This is an optimization exercise on Yosys and OpenROAD, whose aim is small area, a short achievable clock period and few clock cycles per item, not a production implementation. Function was checked by simulation only, so behaviour that the tests miss may differ from the original. Power figures rest on the tool's default switching activity, not on a simulated workload.

==> v13 <==
## flow_steer
module flow_steer (
    input  wire         clk,
    input  wire         rst,
    input  wire         in_valid,
    output reg          in_ready,
    input  wire [31:0]  in_seed,
    input  wire [4:0]   in_hash_sel,     
    input  wire         in_mode,         
    input  wire [7:0]   in_aff_mask,
    input  wire [7:0]   in_online_mask,
    input  wire         in_tunnel,
    input  wire [23:0]  in_vni,
    input  wire         o_has_mac,
    input  wire [95:0]  o_mac,
    input  wire         o_has_ip,
    input  wire         o_v6,
    input  wire [127:0] o_src,
    input  wire [127:0] o_dst,
    input  wire [7:0]   o_proto,
    input  wire         o_has_ports,
    input  wire [31:0]  o_ports,
    input  wire         o_frag,
    input  wire         i_has_mac,
    input  wire [95:0]  i_mac,
    input  wire         i_has_ip,
    input  wire         i_v6,
    input  wire [127:0] i_src,
    input  wire [127:0] i_dst,
    input  wire [7:0]   i_proto,
    input  wire         i_has_ports,
    input  wire [31:0]  i_ports,
    input  wire         i_frag,
    output reg          out_valid,
    input  wire         out_ready,
    output reg  [31:0]  out_hash,
    output reg  [2:0]   out_region,
    output reg          out_drop
);
    wire        c_inner   = in_hash_sel[3] & in_tunnel;
    wire        c_has_ip  = c_inner ? i_has_ip : o_has_ip;
    wire        c_has_mac = c_inner ? i_has_mac : o_has_mac;
    wire        c_v6      = c_inner ? i_v6 : o_v6;
    wire        c_hports  = c_inner ? (i_has_ports & ~i_frag) : (o_has_ports & ~o_frag);
    wire        c_addr    = c_has_ip & in_hash_sel[0];
    wire        c_a6      = c_addr & c_v6;
    wire        c_a4      = c_addr & ~c_v6;
    wire        c_p       = c_has_ip & in_hash_sel[1];
    wire        c_q       = c_has_ip & in_hash_sel[2] & c_hports;
    wire        c_v       = c_has_ip & in_hash_sel[4] & in_tunnel;
    wire        c_tail    = c_p | c_q | c_v;
    wire        c_ismac   = ~c_has_ip & c_has_mac;
    wire        c_first   = c_addr | c_ismac;    
    wire        c_two     = (c_a4 & c_tail) | c_ismac;           
    wire        c_fetch0  = c_a6 | c_two;        
    wire [7:0]  c_cand0   = in_aff_mask & in_online_mask;
    wire [7:0]  c_cand    = in_mode ? (c_cand0 & (~c_cand0 + 8'd1)) : c_cand0;
  ...
Settings: LEC_CHECK=0, CAP_MARGIN=20, CORE_AREA=5 5 315 315, DIE_AREA=0 0 320 320, PLACE_DENSITY=0.45, SLEW_MARGIN=20; clock period 10.0 ns.
standard.sh (not shown) runs the stock make flow with config.mk's settings and CLKGATE_MAP_FILE= SYNTH_SCRIPT=/design/flow/synth_recipe.tcl, a recipe that flattens the netlist after the stock synthesis.
==> flow/flow/run.sh <==
#!/bin/bash
# The standard layout (the standard.sh: ORFS synthesis to finish), with the
# port buffers that global placement inserts made of the smallest buffer cell
# instead of the cell the resizer picks by default. Every port still gets its
# own buffer. make's full output goes to flow.log in this folder.
set -euo pipefail
export BUFFER_PORTS_ARGS="-buffer_cell sky130_fd_sc_hd__buf_1"
bash standard.sh > flow.log 2>&1
==> v39 (differences from v13) <==
--- a/flow/design.v
+++ b/flow/design.v
@@ -51,31 +51,34 @@
     wire        c_ismac   = ~c_has_ip & c_has_mac;
     wire        c_first   = c_addr | c_ismac;    
     wire        c_two     = (c_a4 & c_tail) | c_ismac;           
     wire        c_fetch0  = c_a6 | c_two;        
     wire [7:0]  c_cand0   = in_aff_mask & in_online_mask;
     wire [7:0]  c_cand    = in_mode ? (c_cand0 & (~c_cand0 + 8'd1)) : c_cand0;
     reg         r_inner, r_a6, r_a4, r_ismac, r_first, r_p, r_q, r_v;
+    reg         r_a6t, r_two, r_one;
     reg  [7:0]  r_cand;
     reg  [31:0] wseed;
     always @(posedge clk) begin
         r_inner <= c_inner;
         r_a6    <= c_a6;
         r_a4    <= c_a4;
         r_ismac <= c_ismac;
         r_first <= c_first;
         r_p     <= c_p;
         r_q     <= c_q;
         r_v     <= c_v;
         r_cand  <= c_cand;
+        r_a6t   <= c_a6 & c_tail;
+        r_two   <= c_two;
+        r_one   <= ~c_a6 & ~c_two;
         wseed   <= in_seed;
     end
     reg         known;           
     reg  [4:0]  ph;              
-    reg  [5:0]  rem;             
     wire        k_first = ~known | (ph[0] & r_first);
     wire        k_slo   = known & r_a6 & ph[1];
     wire        k_dhi   = known & r_a6 & ph[2];
     wire        k_dlo   = known & r_a6 & ph[3];
     wire        k_mlo   = known & r_ismac & ph[1];
     wire        k_tail  = known & ((r_a6 & ph[4]) | (r_a4 & ph[1]) | (~r_first & ph[0]));
     function [63:0] bswap64;         
@@ -142,38 +145,38 @@
     assign f_off[3] = k_tail & (tk == 4'd5);
     assign f_off[4] = k_mlo | (k_tail & (tk == 4'd4));
     assign f_off[5] = k_tail & (tk == 4'd3);
     assign f_off[6] = 1'b0;
     assign f_off[7] = k_tail & (tk == 4'd1);
     assign f_off[8] = k_tail & (tk == 4'd0);
     reg  [63:0] win;
-    reg  [8:0]  woff;
+    reg  [8:0]  woff, wsoff;
     reg         wv, wfirst, wlast;
     reg  [31:0] c;               
     reg         cdone;
     reg  [7:0]  bcand;
     reg         rv;
     reg  [31:0] rhash;
     reg  [5:0]  rp7;
     reg  [7:0]  rp15;
     reg  [7:0]  rcand;
     wire        take   = out_valid & out_ready;
     wire        r_move = rv & (~out_valid | out_ready);
     wire        c_move = cdone & (~rv | ~out_valid | out_ready);
-    wire [31:0] cin = wfirst ? wseed : c;
     reg  [63:0] inj;
     reg  [31:0] ovh;
     integer     oi;
     always @(*) begin
         inj = 64'd0;
         for (oi = 0; oi <= 8; oi = oi + 1)
-            if (woff[oi]) inj = inj | ({32'd0, cin} << (8 * oi));
-        ovh = ({32{woff[8]}} & cin)
-            | ({32{woff[7]}} & {8'd0, cin[31:8]})
-            | ({32{woff[5]}} & {24'd0, cin[31:24]});
+            inj = inj | ({64{woff[oi]}}  & ({32'd0, c} << (8 * oi)))
+                      | ({64{wsoff[oi]}} & ({32'd0, wseed} << (8 * oi)));
+        ovh = ({32{woff[8]}} & c) | ({32{wsoff[8]}} & wseed)
+            | ({32{woff[7]}} & {8'd0, c[31:8]}) | ({32{wsoff[7]}} & {8'd0, wseed[31:8]})
+            | ({32{woff[5]}} & {24'd0, c[31:24]}) | ({32{wsoff[5]}} & {24'd0, wseed[31:24]});
     end
     wire [63:0] bx = win ^ inj;
     wire [31:0] b_out;
     wire bt64 = bx[18] ^ bx[38];
     wire bt65 = bx[32] ^ bx[55];
     wire bt66 = bx[0] ^ bx[11];
     wire bt67 = bx[33] ^ bx[52];
@@ -843,70 +846,61 @@
               | ({8{rn[2]}} & k2)
               | ({8{rn[3]}} & {5'd0, o3})
               | ({8{rn[4]}} & k4)
               | ({8{rn[5]}} & {3'd0, o5})
               | ({8{rn[6]}} & k6)
               | ({8{rn[7]}} & {1'b0, o7})
               | ({8{rn[8]}} & k8);
-    reg  [2:0]  pick;
-    reg  [2:0]  cnt;
-    reg  [7:0]  match;
+    wire [2:0]  pc1 = {2'd0, rcand[0]};
+    wire [2:0]  pc2 = {1'b0, rcand[0] & rcand[1], rcand[0] ^ rcand[1]};
+    wire [2:0]  pc3 = {2'd0, rcand[0]} + {2'd0, rcand[1]} + {2'd0, rcand[2]};
+    wire [2:0]  pc4 = pc2 + {1'b0, rcand[2] & rcand[3], rcand[2] ^ rcand[3]};
+    wire [2:0]  pc5 = pc4 + {2'd0, rcand[4]};
+    wire [2:0]  pc6 = pc4 + {1'b0, rcand[4] & rcand[5], rcand[4] ^ rcand[5]};
+    wire [2:0]  pc7 = pc4 + {2'd0, rcand[4]} + {2'd0, rcand[5]} + {2'd0, rcand[6]};
+    wire [7:0]  match = rcand & {kh[pc7], kh[pc6], kh[pc5], kh[pc4],
+                                 kh[pc3], kh[pc2], kh[pc1], kh[0]};
+    wire [2:0]  pick = {match[4] | match[5] | match[6] | match[7],
+                        match[2] | match[3] | match[6] | match[7],
+                        match[1] | match[3] | match[5] | match[7]};
     integer     j;
-    always @(*) begin
-        cnt   = 3'd0;
-        match = 8'd0;
-        for (j = 0; j < 8; j = j + 1) begin
-            match[j] = rcand[j] & kh[cnt];
-            cnt = cnt + {2'd0, rcand[j]};
-        end
-        pick = {match[4] | match[5] | match[6] | match[7],
-                match[2] | match[3] | match[6] | match[7],
-                match[1] | match[3] | match[5] | match[7]};
-    end
-    reg  [3:0]  bn;
-    reg  [8:0]  bn_oh;
-    always @(*) begin
-        bn = 4'd0;
-        for (j = 0; j < 8; j = j + 1) bn = bn + {3'd0, bcand[j]};
-        bn_oh = 9'd1 << bn;
-    end
+    wire [1:0]  bq0 = {1'b0, bcand[0]} + {1'b0, bcand[1]};
+    wire [1:0]  bq1 = {1'b0, bcand[2]} + {1'b0, bcand[3]};
+    wire [1:0]  bq2 = {1'b0, bcand[4]} + {1'b0, bcand[5]};
+    wire [1:0]  bq3 = {1'b0, bcand[6]} + {1'b0, bcand[7]};
+    wire [3:0]  bcn = ({2'b00, bq0} + {2'b00, bq1}) + ({2'b00, bq2} + {2'b00, bq3});
+    wire [8:0]  bn_oh = 9'd1 << bcn;
     function [2:0] wc_next;      
         input wv_, wlast_, cdone_, rv_, ov_;
         reg   rm, cm;
         begin
             rm = rv_ & ~ov_;
             cm = cdone_ & (~rv_ | rm);
             wc_next = {wv_ ? wlast_ : (cdone_ & ~cm), cm | (rv_ & ~rm), rm | ov_};
         end
     endfunction
     wire [2:0]  nx   = wc_next(wv, wlast, cdone, rv, out_valid);
     wire        safe = ~nx[2] | ~nx[1] | ~nx[0];
-    wire        fetch    = in_valid & safe &
-                           (known ? (~rem[0] & (~rem[1] | in_ready)) : c_fetch0);
-    wire        is_last  = known & rem[1];
+    wire        rem1 = (r_a6 & r_a6t & ph[4]) | (r_a6 & ~r_a6t & ph[3]) |
+                       (r_two & ph[1]) | (r_one & ph[0]);
+    wire        rem2 = (r_a6 & r_a6t & ph[3]) | (r_a6 & ~r_a6t & ph[2]) |
+                       (r_two & ph[0]);
+    wire        fetch    = in_valid & safe & (known ? (~rem1 | in_ready) : c_fetch0);
+    wire        is_last  = known & rem1;
     wire        acc      = in_valid & in_ready;
-    reg  [5:0]  rem_n;
-    always @(*) begin
-        if (known)
-            rem_n = fetch ? {1'b0, rem[5:1]} : rem;
-        else if (c_a6)
-            rem_n = c_tail ? (fetch ? 6'b010000 : 6'b100000)
-                           : (fetch ? 6'b001000 : 6'b010000);
-        else if (c_two)
-            rem_n = fetch ? 6'b000010 : 6'b000100;
-        else
-            rem_n = 6'b000010;
-    end
+    wire        rem1_n   = known ? ((rem1 & ~fetch) | (rem2 & fetch))
+                                 : (~c_a6 & ~c_two) | (c_two & fetch);
     wire [4:0]  ph_n = known ? (fetch ? {ph[3:0], 1'b0} : ph)
                              : (fetch ? 5'b00010 : 5'b00001);
     wire [2:0]  nx2  = wc_next(fetch, is_last, nx[2], nx[1], nx[0]);
     wire        safe2 = ~nx2[2] | ~nx2[1] | ~nx2[0];
     always @(posedge clk) begin
         win    <= f_data;
-        woff   <= f_off;
+        woff   <= (known & ~ph[0]) ? f_off : 9'd0;
+        wsoff  <= (known & ~ph[0]) ? 9'd0 : f_off;
         wfirst <= ~known | ph[0];
         wlast  <= is_last;
         if (wv) begin
             c <= b_out;
             if (wfirst) bcand <= r_cand;
         end
         if (c_move) begin
@@ -922,25 +916,23 @@
             out_drop   <= (rcand == 8'd0);
         end
     end
     always @(posedge clk) begin
         if (rst) begin
             known     <= 1'b0;
             ph        <= 5'b00001;
-            rem       <= 6'b000001;
             in_ready  <= 1'b0;
             wv        <= 1'b0;
             cdone     <= 1'b0;
             rv        <= 1'b0;
             out_valid <= 1'b0;
         end else begin
             known     <= in_valid & ~acc;
             ph        <= (in_valid & ~acc) ? ph_n : 5'b00001;
-            rem       <= rem_n;
-            in_ready  <= in_valid & ~acc & rem_n[1] & safe2;
+            in_ready  <= in_valid & ~acc & rem1_n & safe2;
             wv        <= fetch;
             cdone     <= wv ? wlast : (cdone & ~c_move);
             rv        <= c_move | (rv & ~r_move);
             out_valid <= r_move | (out_valid & ~take);
         end
     end
 endmodule
==> v24 (differences from v13) <==
--- a/flow/design.v
+++ b/flow/design.v
@@ -51,31 +51,32 @@
     wire        c_ismac   = ~c_has_ip & c_has_mac;
     wire        c_first   = c_addr | c_ismac;    
     wire        c_two     = (c_a4 & c_tail) | c_ismac;           
     wire        c_fetch0  = c_a6 | c_two;        
     wire [7:0]  c_cand0   = in_aff_mask & in_online_mask;
     wire [7:0]  c_cand    = in_mode ? (c_cand0 & (~c_cand0 + 8'd1)) : c_cand0;
     reg         r_inner, r_a6, r_a4, r_ismac, r_first, r_p, r_q, r_v;
+    reg         r_a6t, r_two, r_one;
     reg  [7:0]  r_cand;
-    reg  [31:0] wseed;
     always @(posedge clk) begin
         r_inner <= c_inner;
         r_a6    <= c_a6;
         r_a4    <= c_a4;
         r_ismac <= c_ismac;
         r_first <= c_first;
         r_p     <= c_p;
         r_q     <= c_q;
         r_v     <= c_v;
         r_cand  <= c_cand;
-        wseed   <= in_seed;
+        r_a6t   <= c_a6 & c_tail;
+        r_two   <= c_two;
+        r_one   <= ~c_a6 & ~c_two;
     end
     reg         known;           
     reg  [4:0]  ph;              
-    reg  [5:0]  rem;             
     wire        k_first = ~known | (ph[0] & r_first);
     wire        k_slo   = known & r_a6 & ph[1];
     wire        k_dhi   = known & r_a6 & ph[2];
     wire        k_dlo   = known & r_a6 & ph[3];
     wire        k_mlo   = known & r_ismac & ph[1];
     wire        k_tail  = known & ((r_a6 & ph[4]) | (r_a4 & ph[1]) | (~r_first & ph[0]));
     function [63:0] bswap64;         
@@ -155,25 +156,24 @@
     reg  [31:0] rhash;
     reg  [5:0]  rp7;
     reg  [7:0]  rp15;
     reg  [7:0]  rcand;
     wire        take   = out_valid & out_ready;
     wire        r_move = rv & (~out_valid | out_ready);
     wire        c_move = cdone & (~rv | ~out_valid | out_ready);
-    wire [31:0] cin = wfirst ? wseed : c;
     reg  [63:0] inj;
     reg  [31:0] ovh;
     integer     oi;
     always @(*) begin
         inj = 64'd0;
         for (oi = 0; oi <= 8; oi = oi + 1)
-            if (woff[oi]) inj = inj | ({32'd0, cin} << (8 * oi));
-        ovh = ({32{woff[8]}} & cin)
-            | ({32{woff[7]}} & {8'd0, cin[31:8]})
-            | ({32{woff[5]}} & {24'd0, cin[31:24]});
+            inj = inj | ({64{woff[oi]}} & ({32'd0, c} << (8 * oi)));
+        ovh = ({32{woff[8]}} & c)
+            | ({32{woff[7]}} & {8'd0, c[31:8]})
+            | ({32{woff[5]}} & {24'd0, c[31:24]});
     end
     wire [63:0] bx = win ^ inj;
     wire [31:0] b_out;
     wire bt64 = bx[18] ^ bx[38];
     wire bt65 = bx[32] ^ bx[55];
     wire bt66 = bx[0] ^ bx[11];
     wire bt67 = bx[33] ^ bx[52];
@@ -843,75 +843,68 @@
               | ({8{rn[2]}} & k2)
               | ({8{rn[3]}} & {5'd0, o3})
               | ({8{rn[4]}} & k4)
               | ({8{rn[5]}} & {3'd0, o5})
               | ({8{rn[6]}} & k6)
               | ({8{rn[7]}} & {1'b0, o7})
               | ({8{rn[8]}} & k8);
-    reg  [2:0]  pick;
-    reg  [2:0]  cnt;
-    reg  [7:0]  match;
+    wire [2:0]  pc1 = {2'd0, rcand[0]};
+    wire [2:0]  pc2 = {1'b0, rcand[0] & rcand[1], rcand[0] ^ rcand[1]};
+    wire [2:0]  pc3 = {2'd0, rcand[0]} + {2'd0, rcand[1]} + {2'd0, rcand[2]};
+    wire [2:0]  pc4 = pc2 + {1'b0, rcand[2] & rcand[3], rcand[2] ^ rcand[3]};
+    wire [2:0]  pc5 = pc4 + {2'd0, rcand[4]};
+    wire [2:0]  pc6 = pc4 + {1'b0, rcand[4] & rcand[5], rcand[4] ^ rcand[5]};
+    wire [2:0]  pc7 = pc4 + {2'd0, rcand[4]} + {2'd0, rcand[5]} + {2'd0, rcand[6]};
+    wire [7:0]  match = rcand & {kh[pc7], kh[pc6], kh[pc5], kh[pc4],
+                                 kh[pc3], kh[pc2], kh[pc1], kh[0]};
+    wire [2:0]  pick = {match[4] | match[5] | match[6] | match[7],
+                        match[2] | match[3] | match[6] | match[7],
+                        match[1] | match[3] | match[5] | match[7]};
     integer     j;
-    always @(*) begin
-        cnt   = 3'd0;
-        match = 8'd0;
-        for (j = 0; j < 8; j = j + 1) begin
-            match[j] = rcand[j] & kh[cnt];
-            cnt = cnt + {2'd0, rcand[j]};
-        end
-        pick = {match[4] | match[5] | match[6] | match[7],
-                match[2] | match[3] | match[6] | match[7],
-                match[1] | match[3] | match[5] | match[7]};
-    end
-    reg  [3:0]  bn;
-    reg  [8:0]  bn_oh;
-    always @(*) begin
-        bn = 4'd0;
-        for (j = 0; j < 8; j = j + 1) bn = bn + {3'd0, bcand[j]};
-        bn_oh = 9'd1 << bn;
-    end
+    wire [1:0]  bq0 = {1'b0, bcand[0]} + {1'b0, bcand[1]};
+    wire [1:0]  bq1 = {1'b0, bcand[2]} + {1'b0, bcand[3]};
+    wire [1:0]  bq2 = {1'b0, bcand[4]} + {1'b0, bcand[5]};
+    wire [1:0]  bq3 = {1'b0, bcand[6]} + {1'b0, bcand[7]};
+    wire [3:0]  bcn = ({2'b00, bq0} + {2'b00, bq1}) + ({2'b00, bq2} + {2'b00, bq3});
+    wire [8:0]  bn_oh = 9'd1 << bcn;
     function [2:0] wc_next;      
         input wv_, wlast_, cdone_, rv_, ov_;
         reg   rm, cm;
         begin
             rm = rv_ & ~ov_;
             cm = cdone_ & (~rv_ | rm);
             wc_next = {wv_ ? wlast_ : (cdone_ & ~cm), cm | (rv_ & ~rm), rm | ov_};
         end
     endfunction
     wire [2:0]  nx   = wc_next(wv, wlast, cdone, rv, out_valid);
     wire        safe = ~nx[2] | ~nx[1] | ~nx[0];
-    wire        fetch    = in_valid & safe &
-                           (known ? (~rem[0] & (~rem[1] | in_ready)) : c_fetch0);
-    wire        is_last  = known & rem[1];
+    wire        rem1 = (r_a6 & r_a6t & ph[4]) | (r_a6 & ~r_a6t & ph[3]) |
+                       (r_two & ph[1]) | (r_one & ph[0]);
+    wire        rem2 = (r_a6 & r_a6t & ph[3]) | (r_a6 & ~r_a6t & ph[2]) |
+                       (r_two & ph[0]);
+    wire        fetch    = in_valid & safe & (known ? (~rem1 | in_ready) : c_fetch0);
+    wire        is_last  = known & rem1;
+    wire        ld_seed  = fetch & known & ph[0] & ~r_first;
     wire        acc      = in_valid & in_ready;
-    reg  [5:0]  rem_n;
-    always @(*) begin
-        if (known)
-            rem_n = fetch ? {1'b0, rem[5:1]} : rem;
-        else if (c_a6)
-            rem_n = c_tail ? (fetch ? 6'b010000 : 6'b100000)
-                           : (fetch ? 6'b001000 : 6'b010000);
-        else if (c_two)
-            rem_n = fetch ? 6'b000010 : 6'b000100;
-        else
-            rem_n = 6'b000010;
-    end
+    wire        rem1_n   = known ? ((rem1 & ~fetch) | (rem2 & fetch))
+                                 : (~c_a6 & ~c_two) | (c_two & fetch);
     wire [4:0]  ph_n = known ? (fetch ? {ph[3:0], 1'b0} : ph)
                              : (fetch ? 5'b00010 : 5'b00001);
     wire [2:0]  nx2  = wc_next(fetch, is_last, nx[2], nx[1], nx[0]);
     wire        safe2 = ~nx2[2] | ~nx2[1] | ~nx2[0];
     always @(posedge clk) begin
-        win    <= f_data;
-        woff   <= f_off;
+        win    <= f_data ^ {32'd0, {32{k_first}} & in_seed};
+        woff   <= k_first ? 9'd0 : f_off;
         wfirst <= ~known | ph[0];
         wlast  <= is_last;
         if (wv) begin
             c <= b_out;
             if (wfirst) bcand <= r_cand;
+        end else if (ld_seed) begin
+            c <= in_seed;
         end
         if (c_move) begin
             rhash <= hh;
             rp7   <= {x7, y7};
             rp15  <= {x15, y15};
             rcand <= bcand;
             rn    <= bn_oh;
@@ -922,25 +915,23 @@
             out_drop   <= (rcand == 8'd0);
         end
     end
     always @(posedge clk) begin
         if (rst) begin
             known     <= 1'b0;
             ph        <= 5'b00001;
-            rem       <= 6'b000001;
             in_ready  <= 1'b0;
             wv        <= 1'b0;
             cdone     <= 1'b0;
             rv        <= 1'b0;
             out_valid <= 1'b0;
         end else begin
             known     <= in_valid & ~acc;
             ph        <= (in_valid & ~acc) ? ph_n : 5'b00001;
-            rem       <= rem_n;
-            in_ready  <= in_valid & ~acc & rem_n[1] & safe2;
+            in_ready  <= in_valid & ~acc & rem1_n & safe & safe2;
             wv        <= fetch;
             cdone     <= wv ? wlast : (cdone & ~c_move);
             rv        <= c_move | (rv & ~r_move);
             out_valid <= r_move | (out_valid & ~take);
         end
     end
 endmodule
==> flow/flow/run.sh (replaced) <==
#!/bin/bash
# The standard layout (the standard.sh: ORFS synthesis to finish) with two
# changes to how the layout is optimised: the port buffers that global
# placement inserts are the smallest buffer cell (every port still gets its
# own buffer), and the resizer's timing repair aims for 6.0 ns of setup slack
# against the design's unchanged 10 ns clock. make's full output goes to
# flow.log in this folder.
set -euo pipefail
export BUFFER_PORTS_ARGS="-buffer_cell sky130_fd_sc_hd__buf_1"
export SETUP_SLACK_MARGIN=6.0
bash standard.sh > flow.log 2>&1
==> results.txt <==
- Clock skew, lowest first: v39, v13, v24.
- Hold slack: v13 > v39 > v24.
- Design area, lowest first: v24, v13, v39.
- Clock power: v39 is larger than v24 (23%).
- Worst setup slack: v13 < v39 < v24.
- The highest flip-flop and latch count belongs to v39, the lowest to v24.
Testbench counts of v13, summed over its fixed seeds: cycles 8,214, items 3,200.
Testbench counts of v39, summed over its fixed seeds: cycles 8,214, items 3,200.
Testbench counts of v24, summed over its fixed seeds: cycles 8,214, items 3,200.

## afterwards: timing with drivers on the ports
Ports are ideal in the flow. The routed layouts listed here were re-timed in OpenROAD.
Step 1 (the two cells are an assumption about what drives the block):
set clk [get_ports {clk}]
set_driving_cell -lib_cell sky130_fd_sc_hd__clkbuf_16 $clk
set_driving_cell -lib_cell sky130_fd_sc_hd__buf_2 [delete_from_list [all_inputs] $clk]
Step 2, shift: input delay + t, output delay - t, t = (earliest + latest rising clock arrival at the registers) / 2. This alone moves slack from input paths to output paths.
a / b / c = ideal ports / drivers / drivers and shift; a / b = the first two.
run | t, ns | setup WS [ns] | worst hold slack (ns)
v13 | 0.628 | 5.168 / 5.168 / 5.038 | 0.406 / 0.406 / 0.406
v39 | 0.629 | 5.558 / 5.558 / 5.383 | 0.401 / 0.401 / 0.401
v24 | 0.669 | 5.934 / 5.934 / 5.301 | 0.401 / 0.401 / 0.401
After both steps setup and hold are still met in every run listed. For v24, which loses most, drivers alone change the setup slack by 0.000 ns; drivers and shift together by -0.633 ns.
